Background: an optimization exercise with open tools, aiming at small area, a short achievable clock period and few clock cycles per item. Do not read the settings as production practice. At most, simulation tests tie the RTL to the original design; equivalence was not proved. No activity file was given, so power comes from the tool's default toggle rates.

## exp/amber
==> flow/design.v <==
module subblock_chooser (
    input  wire        clk,
    input  wire        rst,
    input  wire        in_valid,
    output wire        in_ready,
    input  wire        in_first,
    input  wire        in_last,
    input  wire [23:0] in_value,
    input  wire [1:0]  in_hcnt,
    input  wire [23:0] in_hist1,
    input  wire [23:0] in_hist2,
    input  wire [23:0] in_hist3,
    output reg         out_valid,
    input  wire        out_ready,
    output reg  [1:0]  out_mode,
    output reg  [4:0]  out_param,
    output reg  [11:0] out_bits
);
    localparam NK = 23;             
    localparam NC = 4 * NK + 1;     
    localparam ESC = NK;            
    reg        rdy;                 
    reg  [1:0] outst;               
    assign in_ready = rdy;
    reg  [2:0] hold;
    wire       rdyc = (hold == 3'd0) && (outst <= 2'd1);
    wire take     = in_valid && rdyc;
    wire take_end = take && in_last;
    wire pop      = out_valid && out_ready;
    wire [2:0] hold_n = take ? ((in_first && in_last) ? 3'd4 : {1'b0, in_last, in_first})
                             : (hold != 3'd0) ? hold - 3'd1 : 3'd0;
    wire [1:0] outst_n = outst + {1'b0, take_end} - {1'b0, pop};
    always @(posedge clk) begin
        if (rst) begin
            rdy   <= 1'b1;
            outst <= 2'd0;
            hold  <= 2'd0;
        end else begin
            outst <= outst_n;
            hold  <= hold_n;
            rdy   <= (hold_n == 3'd0) && (outst_n <= 2'd1);
        end
    end
    reg        conv, conv2, va, firsta, lasta;
    reg        inblk;               
    reg [23:0] xa, y1;
    reg [24:0] t1, t2;
    reg [1:0]  ha;
    wire signed [27:0] sx  = $signed(xa);
    wire signed [27:0] sy1 = $signed(y1);
    wire signed [27:0] st1 = $signed(t1);
    wire signed [27:0] st2 = $signed(t2);
    wire signed [27:0] d1  = sx - sy1;
    wire [24:0] c12 = $signed(y1) - $signed(t1);    
    wire [24:0] c23 = t1 - t2;                      
    always @(posedge clk) begin
        if (rst) begin
            conv  <= 1'b0;
            conv2 <= 1'b0;
            va    <= 1'b0;
            inblk <= 1'b0;
        end else begin
            conv  <= take && in_first;
            conv2 <= conv && lasta;
            va    <= (take && !in_first) || (conv && !lasta) || conv2;
            if (take)
                inblk <= !in_last;
        end
        if (rdyc) begin
            xa     <= in_value;
            firsta <= in_first;
            lasta  <= in_last;
        end
        if (rdyc && !inblk) begin
            y1 <= (in_hcnt != 2'd0) ? in_hist1 : 24'd0;
            t1 <= {in_hist2[23], in_hist2};
            t2 <= {in_hist3[23], in_hist3};
            ha <= in_hcnt;
        end else if (conv) begin
            t1 <= (ha >= 2'd2) ? c12 : 25'd0;
            t2 <= (ha == 2'd3) ? c23 : (ha == 2'd2) ? c12 : 25'd0;
        end else if (va) begin
            y1 <= xa;
            t1 <= (ha != 2'd0) ? d1[24:0] : 25'd0;
            t2 <= (ha == 2'd3) ? t1 : (ha == 2'd1) ? d1[24:0] : (ha == 2'd2) ? t1 : 25'd0;
            ha <= (ha == 2'd3) ? 2'd3 : ha + 2'd1;
        end
    end
    wire signed [27:0] d2 = sx - sy1 - st1;              
    wire signed [27:0] d3 = sx - sy1 - 2 * st1 + st2;    
    wire signed [27:0] e1n = d1;
    wire signed [27:0] e2n = d2;
    wire signed [27:0] e3n = d3;
    reg        v1, first1, last1;
    reg [23:0] e0;
    reg [24:0] e1;
    reg [25:0] e2;
    reg [26:0] e3;
    always @(posedge clk) begin
        if (rst)
            v1 <= 1'b0;
        else
            v1 <= va;
        first1 <= firsta;
        last1  <= lasta;
        e0 <= xa;
        e1 <= e1n[24:0];
        e2 <= e2n[25:0];
        e3 <= e3n[26:0];
    end
    wire [26:0] un [0:3];
    assign un[0] = {3'd0, e0[22:0], 1'b0} ^ {3'd0, {24{e0[23]}}};
    assign un[1] = {2'd0, e1[23:0], 1'b0} ^ {2'd0, {25{e1[24]}}};
    assign un[2] = {1'd0, e2[24:0], 1'b0} ^ {1'd0, {26{e2[25]}}};
    assign un[3] = {e3[25:0], 1'b0} ^ {27{e3[26]}};
    reg        vb, firstb, lastb, keepb;
    reg        shb;                 
    reg        rstd, rstd2;         
    reg        s1, s2, s3, s4, s5;  
    reg [26:0] uu  [0:3];
    reg [NK-1:0] sml [0:3];
    genvar gp, gk, gb;
    generate
        for (gp = 0; gp < 4; gp = gp + 1) begin : gsml
            wire [27:5] zh;
            assign zh[27] = 1'b1;
            for (gb = 5; gb < 27; gb = gb + 1) begin : gz
                assign zh[gb] = ~|un[gp][26:gb];
            end
            for (gk = 0; gk < NK; gk = gk + 1) begin : gk_
                always @(posedge clk)
                    sml[gp][gk] <= v1 && zh[gk+5]
                                   && !(un[gp][gk+4] && un[gp][gk+3]);
            end
            always @(posedge clk)
                uu[gp] <= un[gp];
        end
    endgenerate
    always @(posedge clk) begin
        if (rst)
            vb <= 1'b0;
        else
            vb <= v1;
        firstb <= first1;
        lastb  <= last1;
        keepb  <= !(v1 && first1);
        shb    <= (vb && lastb) || s1 || s2 || rst || rstd || rstd2;
        rstd   <= rst;
        rstd2  <= rstd;
    end
    reg [11:0] acc [0:4*NK-1];
    reg [11:0] esc;                 
    generate
        for (gp = 0; gp < 4; gp = gp + 1) begin : gmode
            for (gk = 0; gk < NK; gk = gk + 1) begin : gacc
                wire [4:0] q   = uu[gp][gk+4:gk];
                wire [5:0] g   = sml[gp][gk] ? (6'd47 - gk - {1'b0, q}) : 6'd0;
                wire [11:0] a  = {acc[gp*NK+gk][11:9] & {3{keepb}},
                                  acc[gp*NK+gk][8:0]};
                wire [6:0] c;
                wire [5:0] slo;
                assign c[0] = 1'b0;
                for (gb = 0; gb < 6; gb = gb + 1) begin : glo
                    assign slo[gb]  = a[gb] ^ g[gb] ^ c[gb];
                    assign c[gb+1]  = (a[gb] & g[gb]) | (a[gb] & c[gb]) | (g[gb] & c[gb]);
                end
                wire [5:0] pr;
                wire [5:0] shi;
                assign pr[0] = 1'b1;
                for (gb = 1; gb < 6; gb = gb + 1) begin : gpr
                    assign pr[gb] = pr[gb-1] & a[5+gb];
                end
                for (gb = 0; gb < 6; gb = gb + 1) begin : ghi
                    assign shi[gb] = a[6+gb] ^ (c[6] & pr[gb]);
                end
                wire [11:0] sum = (gk >= 16) ? {1'b0, shi[4:0], slo} : {shi, slo};
                always @(posedge clk) begin
                    acc[gp*NK+gk][11:3] <= shb ? acc[gp*NK+gk][8:0] : sum[11:3];
                    acc[gp*NK+gk][2:0]  <= shb ? 3'd0 : sum[2:0];
                end
            end
        end
    endgenerate
    always @(posedge clk)
        if (vb)
            esc <= firstb ? 12'd24 : esc + 12'd24;
    reg [NC-1:0] al;                
    reg [11:0]   mn;                
    reg [11:0]   esc5;              
    wire [2:0] escq = s1 ? esc[11:9] : s2 ? esc[8:6] : s3 ? esc[5:3] : esc[2:0];
    wire [2:0] cv [0:NC-1];
    genvar g;
    generate
        for (g = 0; g < NC; g = g + 1) begin : gcand
            if (g < NK)
                assign cv[g] = ~acc[g][11:9];
            else if (g == ESC)
                assign cv[g] = ~escq;
            else
                assign cv[g] = ~acc[g-1][11:9];
        end
    endgenerate
    wire [NC-1:0] bp [0:2];
    genvar gi, gj;
    generate
        for (gj = 0; gj < 3; gj = gj + 1) begin : gplane
            for (gi = 0; gi < NC; gi = gi + 1) begin : gbit
                assign bp[gj][gi] = cv[gi][gj];
            end
        end
    endgenerate
    wire anyh = |(al & ~bp[2]);
    wire x    = |(al & ~bp[2] & ~bp[1]);
    wire y    = |(al & ~bp[1]);
    wire anyl = anyh ? x : y;
    wire z00  = |(al & ~bp[2] & ~bp[1] & ~bp[0]);
    wire z01  = |(al & ~bp[2] &  bp[1] & ~bp[0]);
    wire z10  = |(al &  bp[2] & ~bp[1] & ~bp[0]);
    wire z11  = |(al &  bp[2] &  bp[1] & ~bp[0]);
    wire any0 = anyh ? (anyl ? z00 : z01) : (anyl ? z10 : z11);
    wire [NC-1:0] aln = al & ~(bp[2] & {NC{anyh}}) & ~(bp[1] & {NC{anyl}})
                           & ~(bp[0] & {NC{any0}});
    integer i;
    always @(posedge clk) begin
        if (rst) begin
            s1 <= 1'b0;
            s2 <= 1'b0;
            s3 <= 1'b0;
            s4 <= 1'b0;
            s5 <= 1'b0;
        end else begin
            s1 <= vb && lastb;
            s2 <= s1;
            s3 <= s2;
            s4 <= s3;
            s5 <= s4;
        end
        esc5 <= esc;
        al <= (s1 || s2 || s3 || s4) ? aln : {NC{1'b1}};
        mn <= {mn[8:0], !anyh, !anyl, !any0};
    end
    reg [1:0]  pm;
    reg [4:0]  pk;
    always @(*) begin
        pm = 2'd0;
        pk = 5'd0;
        for (i = NC - 1; i >= 0; i = i - 1) begin
            if (al[i]) begin
                if (i < NK) begin
                    pm = 2'd0;
                    pk = i;
                end else if (i == ESC) begin
                    pm = 2'd0;
                    pk = 5'd31;
                end else begin
                    pm = (i - 1) / NK;
                    pk = (i - 1) % NK;
                end
            end
        end
    end
    wire [11:0] bits = {esc5[10:0], 1'b0} + mn + 12'd9;
    reg        qv;
    reg [1:0]  qmode;
    reg [4:0]  qparam;
    reg [11:0] qbits;
    always @(posedge clk) begin
        if (rst) begin
            out_valid <= 1'b0;
            qv        <= 1'b0;
        end else begin
            if (!out_valid || out_ready) begin
                if (qv) begin
                    out_valid <= 1'b1;
                    out_mode  <= qmode;
                    out_param <= qparam;
                    out_bits  <= qbits;
                    qv        <= s5;
                    qmode     <= pm;
                    qparam    <= pk;
                    qbits     <= bits;
                end else begin
                    out_valid <= s5;
                    out_mode  <= pm;
                    out_param <= pk;
                    out_bits  <= bits;
                end
            end else if (s5) begin
                qv     <= 1'b1;
                qmode  <= pm;
                qparam <= pk;
                qbits  <= bits;
            end
        end
    end
endmodule
make LEC_CHECK=0 ABC_AREA=1 CAP_MARGIN=30 CORE_MARGIN=2 CORE_UTILIZATION=60 CTS_CLUSTER_DIAMETER=80 CTS_CLUSTER_SIZE=22 PLACE_DENSITY=0.72 SLEW_MARGIN=45 finish   # period 20.0 ns
run.sh (not shown) runs the stock make flow with config.mk's settings and CLKGATE_MAP_FILE= SYNTH_SCRIPT=/design/flow/synth_recipe.tcl, a recipe that flattens the netlist after the stock synthesis.
Testbench counts of exp/amber, summed over its fixed seeds: cycles 75,117, subblocks 1,280.
The inputs of exp/garnet differ from those of exp/amber as listed below.
- ABC_AREA removed (was 1)
## What came out
- Looking at layout-stage area growth over the synthesis result across exp/garnet and exp/amber, the one that comes out higher is exp/garnet.
- Post-route total power in exp/garnet vs exp/amber: down 6.4%
- | total number of cells along the worst setup path | exp/garnet vs exp/amber | 88 lower |
- Number of inserted diodes delta for exp/garnet relative to exp/amber: 2 higher
- exp/garnet: no failed stages, no open violations at the end
- Lower number of global-route vias before repair was reported by exp/garnet, not exp/amber.
Input changes introduced in exp/raven (baseline for comparison: exp/garnet):
- swapping 0.72 for 0.78 in PLACE_DENSITY
- swapping 60 for 65 in CORE_UTILIZATION
==> comparison <==
Side by side, routing usage on met3 turned out higher in exp/raven than in exp/garnet. Re maximum number of pins on one net before global-route repair: exp/garnet and exp/raven aren't equal, and the lower value belongs to exp/garnet. Changes observed in exp/raven relative to exp/garnet: area share of buffers outside the clock network comparable, number of instances in the placed design now smaller. On highest net fanout along the worst path, the lower figure sits with exp/garnet, not exp/raven. exp/raven vs exp/garnet: final setup slack of the worst path down. Diff exp/garnet -> exp/raven: global-route wire length before repair increased 13 mm, met2 capacity usage during global routing went up by 7.1 points. exp/raven — switching share of total power 0.17 points higher, exp/garnet as reference. Compare exp/garnet and exp/raven | share of cell area taken by multi-input logic gates lower: exp/garnet. Looking at via count of the first global-routing pass, exp/raven sits 2146 above exp/garnet.
Setup changes, exp/raven to exp/xenon
- CAP_MARGIN: 30 -> 50
- SLEW_MARGIN: 45 -> 70
- CORE_UTILIZATION: 65 -> 60
- PLACE_DENSITY: 0.78 -> 0.72
Findings:
Cmp exp/raven and exp/xenon / tapcell count / higher: exp/xenon. Sort exp/raven and exp/xenon by sequential group share of total power asc -> top: exp/xenon. exp/xenon vs exp/raven, share of power burned in the clock network went up by 1.0 points. | internal power | exp/xenon vs exp/raven | worse |. exp/xenon: cell area after layout is about 3.7% higher than what exp/raven reported. STATUS register-to-register slack: exp/xenon wins against exp/raven.

Setup of the reference run:
Starts from the design.v that is shown in full above.
Settings: LEC_CHECK=0, ABC_AREA=1, CAP_MARGIN=50, CORE_MARGIN=2, CORE_UTILIZATION=60, CTS_CLUSTER_DIAMETER=80, CTS_CLUSTER_SIZE=22, PLACE_DENSITY=0.72, SLEW_MARGIN=70; clock period 20.0 ns.
Testbench counts of the reference run, summed over its fixed seeds: cycles 75,117, subblocks 1,280.
For the trial run, these inputs were changed with respect to the reference run:
diff --git a/flow/config.mk b/flow/config.mk
--- a/flow/config.mk
+++ b/flow/config.mk
@@ -6,6 +6,5 @@
 export NUM_CORES = 4
 export LEC_CHECK = 0
-export ABC_AREA = 1
-export CAP_MARGIN = 50
+export CAP_MARGIN = 20
 export CORE_MARGIN = 2
 export CORE_UTILIZATION = 60
@@ -13,3 +12,3 @@
 export CTS_CLUSTER_SIZE = 22
 export PLACE_DENSITY = 0.72
-export SLEW_MARGIN = 70
+export SLEW_MARGIN = 20
On final weighted congestion in routability-driven placement, the lower figure sits with the trial run, not the reference run. The trial run ended with every stage complete and zero timing, DRC or antenna violations. Max global-route wire length before repair across the trial run and the reference run: the trial run. Delta (the trial run minus the reference run): final instance area shows no meaningful change; worst hold slack fell by 0.019 ns; met2 demand-to-capacity share in global routing went up 3.7 points; worst path buffer plus inverter count picked up an extra 2.

## rev 12
Another version of the RTL of subblock_chooser (not shown whole).
Size in the first run: roughly 9900 cells after synthesis, ~94000 um^2 of cells after synthesis.
export LEC_CHECK = 0
export CAP_MARGIN = 50
export CORE_MARGIN = 2
export CORE_UTILIZATION = 60
export CTS_CLUSTER_DIAMETER = 80
export CTS_CLUSTER_SIZE = 22
export PLACE_DENSITY = 0.72
export SLEW_MARGIN = 70
create_clock -name core_clock -period 20.0 [get_ports {clk}]
Modified inputs, rev 13 compared to rev 12
- SLEW_MARGIN: 70 -> 45
- CAP_MARGIN: 50 -> 30
[summary]
Rev 13: total power 0.18 mW below rev 12
The count of nets after finishing reported for rev 13 is smaller than that of rev 12 by 83.
The cell with the largest stage delay on the worst path comes out sky130_fd_sc_hd__dfxtp_4 in one run and sky130_fd_sc_hd__clkdlybuf4s50_1 in the other, namely in rev 13 and rev 12 respectively.
Half-perimeter wire length of the detailed placement result, rev 12 and rev 13, higher one = rev 12.
No functional check of the RTL was part of any run of this note.

subblock_chooser, a different RTL version from the one above (not shown whole).
Size in the first run: roughly 9,800 cells after synthesis, roughly 1,700 flip-flops, roughly 130 I/O pins, roughly 94,000 um^2 of cells after synthesis.
==> flow/config.mk <==
export PLATFORM = sky130hd
export DESIGN_NAME = subblock_chooser
export DESIGN_NICKNAME = subblock_chooser
export VERILOG_FILES = /design/flow/design.v
export SDC_FILE = /design/flow/constraint.sdc
export NUM_CORES = 4
export LEC_CHECK = 0
export CAP_MARGIN = 50
export CORE_MARGIN = 2
export CORE_UTILIZATION = 60
export CTS_CLUSTER_DIAMETER = 100
export CTS_CLUSTER_SIZE = 30
export PLACE_DENSITY = 0.72
export SLEW_MARGIN = 70
==> flow/constraint.sdc <==
create_clock -name core_clock -period 20.0 [get_ports {clk}]
set_input_delay 4.0000 -clock core_clock [delete_from_list [all_inputs] [get_ports {clk}]]
set_output_delay 4.0000 -clock core_clock [all_outputs]
set_load 0.01 [all_outputs]
The baseline went through all stages and came out clean.
Testbench counts at the start, summed over its fixed seeds: cycles 75,117, subblocks 1,280.
Next try:
- CTS_CLUSTER_DIAMETER: 100 -> not set
- CTS_CLUSTER_SIZE: 30 -> not set
Effect: Synthesized area is unchanged; global-route usage rises by 0.90 points; final area rose by 4.0%; sequential power hardly moves; total power grows by 18%.

== main ==
Starting RTL as in the previous note.
make LEC_CHECK=0 CAP_MARGIN=50 CORE_MARGIN=2 CORE_UTILIZATION=60 CTS_CLUSTER_DIAMETER=80 CTS_CLUSTER_SIZE=22 PLACE_DENSITY=0.72 SLEW_MARGIN=70 finish   # period 20.0 ns
Testbench counts of main, summed over its fixed seeds: cycles 75,117, subblocks 1,280.
> inputs changed (main -> the feature branch)
- swapping 70 for 45 in SLEW_MARGIN
- swapping 50 for 30 in CAP_MARGIN
[summary]
main finished all stages; the layout is clean.
The feature branch ran to completion and came out clean on the timing, DRC and antenna checks.
main → the feature branch: routed wire length fell by about 1.3%, fraction of layout cells with a size suffix above 1 lost 4.3 points, global-route usage decreased 0.40 points, portion of the clock cycle consumed by the worst path in the final layout climbed 2.5 points, critical path data arrival time climbed 0.49 ns.
NOTE: post-detailed-placement cell area in the feature branch falls short of that of main

[re-timing with driven ports]
Ports are ideal in the flow. The routed layouts listed here were re-timed in OpenROAD. Step 1, drivers: a clkbuf_16 drives clk and a buf_2 each remaining input, both assumed. Step 2 moves the port delays by t, midway between the first and last clock arrival at a register: inputs arrive t later, outputs are due t later. That takes back most of the time a late clock gives input paths. Slacks: ideal ports / drivers / drivers and shift; pairs: ideal ports / drivers.
run | shift t [ns] | slack for setup (ns) | worst hold slack (ns) | worst setup path at the end | worst register clock-pin slew, ns
exp/amber | 0.845 | 13.772 / 13.772 / 13.533 | 0.344 / 0.344 / 0.344 | input to register | 0.10 / 0.10
exp/garnet | 0.859 | 14.303 / 14.218 / 13.859 | 0.331 / 0.331 / 0.331 | input to register | 0.10 / 0.10
exp/raven | 0.849 | 14.273 / 14.191 / 13.755 | 0.364 / 0.364 / 0.364 | input to register | 0.10 / 0.10
exp/xenon | 0.847 | 14.323 / 14.241 / 14.147 | 0.326 / 0.326 / 0.326 | input to register | 0.11 / 0.11
the reference run | 0.844 | 13.706 / 13.706 / 13.706 | 0.348 / 0.348 / 0.348 | register to register | 0.10 / 0.10
the trial run | 0.865 | 14.188 / 14.188 / 13.850 | 0.329 / 0.329 / 0.329 | input to register | 0.10 / 0.10
rev 12 | 0.839 | 14.169 / 14.086 / 14.120 | 0.363 / 0.363 / 0.363 | input to register | 0.10 / 0.10
rev 13 | 0.835 | 13.905 / 13.822 / 13.815 | 0.348 / 0.348 / 0.348 | input to register | 0.09 / 0.09
the first run of note 4 | 0.813 | 14.181 / 14.199 / 13.423 | 0.334 / 0.334 / 0.334 | input to register | 0.12 / 0.12
the second run of note 4 | 0.918 | 14.193 / 14.114 / 13.420 | 0.330 / 0.330 / 0.330 | input to register | 0.07 / 0.07
main | 0.847 | 14.190 / 14.174 / 13.402 | 0.331 / 0.331 / 0.331 | input to register | 0.10 / 0.10
the feature branch | 0.846 | 13.690 / 13.749 / 12.903 | 0.332 / 0.332 / 0.332 | input to register | 0.10 / 0.10
After both steps setup and hold are still met in every run listed. For main, which loses most, drivers alone change the setup slack by -0.016 ns; drivers and shift together by -0.788 ns.
